From an optimization exercise on the open Yosys and OpenROAD flow, aimed at small area and a short achievable clock period; shortcuts taken in it are not production practice. Function was not checked in any run shown here: the RTL went through the layout flow alone.

## flow/design.v (module list and top-level ports; edited modules follow where they fit)
// module pixcorr: 4649 lines
module pixcorr (
    input  wire        clk,
    input  wire        rst,
    input  wire [31:0] cfg_dt,
    input  wire [31:0] cfg_h,
    input  wire [23:0] cfg_scene_ofs,
    input  wire [8:0]  cfg_alpha,
    input  wire [15:0] cfg_thr,
    input  wire        cfg_tf_en,
    input  wire        cfg_fresh,
    input  wire        frame_start,
    input  wire        frame_end,
    input  wire        in_valid,
    input  wire        in_blind,
    input  wire        in_sat,
    input  wire [23:0] in_xp,
    input  wire [23:0] in_b,
    input  wire [23:0] in_o,
    input  wire [15:0] in_d,
    input  wire [15:0] in_g,
    input  wire [15:0] in_s,
    output reg         out_valid,
    output reg  [15:0] out_y,
    output reg  [15:0] out_state,
    output reg         stats_valid,
    output reg  [19:0] st_nvalid,
    output reg  [19:0] st_ninvalid,
    output reg  [19:0] st_nbad,
    output reg  [19:0] st_nrsat,
    output reg  [19:0] st_clip_lo,
    output reg  [19:0] st_clip_hi,
    output reg  [19:0] st_motion,
    output reg  [15:0] st_min,
    output reg  [15:0] st_max,
    output reg  [35:0] st_sum
);
  // ...
==> flow/run.sh <==
#!/bin/bash
# synth_recipe.tcl (not shown) runs the flow's synth.tcl, then flattens the netlist and writes it again
# the make line also repeats each setting of config.mk as NAME=value (left out here)
make -C /OpenROAD-flow-scripts/flow DESIGN_CONFIG=/design/flow/config.mk WORK_HOME=/design/flow/orfs CLKGATE_MAP_FILE= SYNTH_SCRIPT=/design/flow/synth_recipe.tcl finish
==> flow/config.mk <==
export PLATFORM = sky130hd
export DESIGN_NAME = pixcorr
export DESIGN_NICKNAME = pixcorr
export VERILOG_FILES = /design/flow/design.v
export SDC_FILE = /design/flow/constraint.sdc
export NUM_CORES = 4
export LEC_CHECK = 0
export CAP_MARGIN = 20
export CORE_MARGIN = 2
export CORE_UTILIZATION = 40
export PLACE_DENSITY = 0.6
export SLEW_MARGIN = 20
==> flow/constraint.sdc <==
create_clock -name core_clock -period 16.0 [get_ports {clk}]
set_input_delay 3.2000 -clock core_clock [delete_from_list [all_inputs] [get_ports {clk}]]
set_output_delay 3.2000 -clock core_clock [all_outputs]
set_load 0.01 [all_outputs]
==> results.json, run 1 <==
{
  "core_region_area_um2": 139000,
  "layout_commonest_cell": "inv_1",
  "cts_tree": "done",
  "ys_types": 81,
  "cp.depth": 19,
  "wl_um": 167000,
  "synth-seq-cells": 687,
  "r2r-end": "s1_v[31]$_DFF_P_",
  "ctsResizeCount": 0,
  "clock-sinks": 687,
  "clock-root-buffer": "clkbuf_16",
  "path_buf_inv": 2,
  "required_ps": 16640,
  "timing.slew.headroom_pct": 27.0,
  "fin_tns_setup_ps": 0,
  "grt.met2_usage_pct": 38.7,
  "cp_slowest_stage_delay_ps": 960,
  "status": "no timing/DRC/antenna violations",
  "tightest_slew_ps": 1080,
  "multi_input_area_share_pct": 57.4,
  "synth_edf_count": 0,
  "wl_met1_um": 70000,
  "synthSimpleGateAreaFrac_pct": 10.4,
  "holdPathStages": 0,
  "synthCells": 6151,
  "clkCellAreaFrac_pct": 4.32,
  "rrSetupSlack_ps": 9010,
  "yosysTopAreaCellShare_pct": 24.5,
  "antenna_found_initial": 9,
  "fmax_mhz": 143
}
==> run 2: changes to the inputs <==
==> flow/flow/run.sh (new file) <==
#!/bin/bash
set -euo pipefail
here=$(pwd)
margin=$(cat flow/margin.txt)
sed "s|\"\${@:-finish}\"|SETUP_SLACK_MARGIN=${margin} \"\${@:-finish}\"|" standard.sh > own_standard.sh
grep -q "SETUP_SLACK_MARGIN=${margin}" own_standard.sh
bash own_standard.sh > "$here/make_finish.log" 2>&1
==> flow/flow/margin.txt (new file) <==
11.5
==> flow/standard.sh (new file) <==
#!/bin/bash
# synth_recipe.tcl (not shown) runs the flow's synth.tcl, then flattens the netlist and writes it again
# the make line also repeats each setting of config.mk as NAME=value (left out here)
make -C /OpenROAD-flow-scripts/flow DESIGN_CONFIG=/design/flow/config.mk WORK_HOME=/design/flow/orfs CLKGATE_MAP_FILE= SYNTH_SCRIPT=/design/flow/synth_recipe.tcl "${@:-finish}"
removed: flow/run.sh
==> results.json, run 2 <==
{
  "synthCells": 6151,
  "synth-seq-cells": 687,
  "cts_buffer_depth": 3,
  "drtIter0Drc": 3999,
  "synth_edf_count": 0,
  "grt_pass1_vias": 46848,
  "cts_max_level": 3,
  "crit_path_cell_trace": "buf_12 > a22oi_1 > xnor2_1 > fa_2 > inv_2 > fa_1 > inv_1 > fa_1 > fa_1 > fa_1 > ha_4 > o21ai_1 > o211ai_1 > a31oi_4 > a211oi_4 > buf_12 > a31oi_4 > o311a_4 > o21ai_4 > nor2_4 > a21oi_2 > xor2_1",
  "worst_path_max_delay_cell": "fa_1",
  "met2_length_um": 85400,
  "hold_viol_final": 0,
  "wl_um": 185000,
  "area_growth_pct": 26.6,
  "gp_congestion": 0.906,
  "yosysWarnings": 1,
  "grt_max_degree": 103,
  "portBuffers": 483,
  "cp_slowest_stage_delay_ps": 510,
  "clock-root-buffer": "clkbuf_16",
  "cts_buffers": 82,
  "synthTopCellsByArea": "dfxtp_1, fa_1, xnor2_1",
  "ys_top_cells_by_count": "inv_1, dfxtp_1, xnor2_1",
  "yosysTopAreaCellShare_pct": 24.5,
  "wl_met1_um": 75200,
  "clock-sinks": 687,
  "crit_top_cell": "fa_1",
  "tightest_slew_ps": 1020,
  "path_max_fanout": 10,
  "required_ps": 16650,
  "post-route-util_pct": 51.0,
  "synth_area_per_cell_um2": 9.12,
  "clock_latency_ps": 730,
  "cts.clk_slew.worst_paths_ps": 60,
  "top_regs": "s2_y: 36 flops, st_sum: 36 flops, s1_v: 33 flops",
  "fin_worst_skew_ps": 58.8,
  "synth_area_leader_cell": "dfxtp_1",
  "max-cap-violations": 0,
  "wl_met3_um": 16800,
  "rsz0062_at_grt": "yes",
  "ys.flop_type": "dfxtp_1",
  "overflow": 0,
  "timing.slew.headroom_pct": 31.6,
  "cp.arrival_ps": 6290,
  "status": "no timing/DRC/antenna violations",
  "grt_pass1_wl_um": 279000,
  "cts_tree": "done",
  "holdCritPathClass": "flip-flop to flip-flop",
  "layout_commonest_cell": "inv_1",
  "antenna_found_initial": 9,
  "synth_most_common_cell": "inv_1",
  "rows": 137,
  "route.detailed.drc": 0,
  "fin_tns_setup_ps": 0,
  "boundaryPins": 484,
  "period_needed_ps": 5650,
  "layout_common_cells": "inv_1, xnor2_1, fa_1",
  "drive_gt1_share_pct": 21.7,
  "track_usage_pct": 25.1,
  "ys_types": 81,
  "endpoint_kind": "flip-flop",
  "syn-cell-area_um2": 56100,
  "start_util_pct": 40.3,
  "period_share_pct": 35.3,
  "nets": 7801,
  "ant_nets": 0,
  "die_y_um": 378,
  "dr.pass1.iters": 7,
  "dieWidth_um": 378,
  "setup_viol": 0,
  "viasPerCell": 5.43,
  "async_flop_share_pct": 0,
  "syn_nets": 7315,
  "fmax_mhz": 177,
  "vias": 46588,
  "cp-start-kind": "flip-flop",
  "post-dp-hpwl_um": 127000,
  "path_class": "flip-flop to flip-flop",
  "die_area_um2": 143000,
  "ys_seq_area_share_pct": 24.5,
  "highest_layer": "met5",
  "core_region_area_um2": 139000,
  "slew_viol_final": 0,
  "routedWlPerCell_um": 21.5
}
==> run 2: timing repair <==
item / in CTS / in global routing
buffers inserted: 210 / 70
hold buffers: 0 / 0
gates cloned: 24 / 7
pin swaps: 124 / 150
resized for setup: 1832 / 242
endpoints found under the setup margin: 369 / 169
==> run 2: worst max-delay path, delay by kind of cell (launching register included) <==
| kind | cells | cell delay [ps] |
|---|---|---|
| adders and majority gates | 6 | 2440 |
| AOI/OAI and AO/OA | 9 | 1890 |
| buffers and inverters | 4 | 420 |
| DFF | 1 | 380 |
| xor gates and xnor gates | 2 | 380 |
| and+or+nand+nor | 1 | 50 |
==> run 2: kinds of logic (layout without fill, tap and decap cells) <==
logic type / after synthesis / count (layout) / share of synthesized area, %
mux: 42 / 42 / 0.752
buf+inv: 1347 / 1897 / 9.04
other cells: 0 / 5 / 0
xor+xnor: 772 / 772 / 12.1
simple gates: 1180 / 1181 / 10.4
fa+ha+maj: 932 / 932 / 28.5
flops: 687 / 687 / 24.5
compound gates: 1191 / 1191 / 14.7
==> run 2: worst paths after layout <==
kind              slack (ps)  cells past startpoint                from               end
setup / recovery       10350                     22  p0_btwo[4]$_DFF_P_  s1_v[31]$_DFF_P_
hold / removal           300                      0      s3_clo$_DFF_P_     o_clo$_DFF_P_
setup reg to reg       10350                     22  p0_btwo[4]$_DFF_P_  s1_v[31]$_DFF_P_
hold reg to reg          300                      0      s3_clo$_DFF_P_     o_clo$_DFF_P_
==> run 2: metrics by stage <==
stage               std cells  hold WS, ps  instance area, µm²  setup slack, ps
floorplan                6151          310               57100            10730
global placement         8117          310               62400             9400
detailed placement       8117          312               62400             9250
CTS                      8500          313               69200            10370
global route             8581          325               71000            10130
finish                   8583          304               71000            10350
==> run 2: routing by layer <==
layer  vias up  global-route usage, %
met5         -                      0
met4         4                   9.47
met3       460                   5.17
met2      2178                   41.1
met1     22819                   32.6
li1      21127                      -
==> run 2: layout make-up <==
cell class	count	area (µm²)
timing repair inverter	1	7.51
clock inverter	46	703
clock buffer	103	2250
timing repair buffer	856	8310
sequential	687	14500
antenna	5	12.5
multi-input combinational	4118	39500
tap	1876	2350
inverter	891	3450
fill	12779	68300

port drivers added, routing unchanged:
How much do the figures lean on ideal ports? The routed layouts below were timed once more, with nothing changed but the port constraints. Step 1 assumes that a clkbuf_16 drives the clock port and a buf_2 every other input. Step 2 adds t to the input delays and takes it off the output delays; t is the mean of the earliest and latest rising clock arrival at the registers after step 1. Input paths then give back, and output paths get back, about the clock's delay inside the block. Slacks: no drivers / after step 1 / after step 2; pairs: no drivers / after step 1.
run	t (ns)	setup WS [ns]	worst setup path after step 2
run 1	0.788	9.010 / 9.010 / 9.010	register to register
run 2	0.777	10.354 / 10.354 / 10.354	register to register
After both steps setup and hold are still met in every run listed.
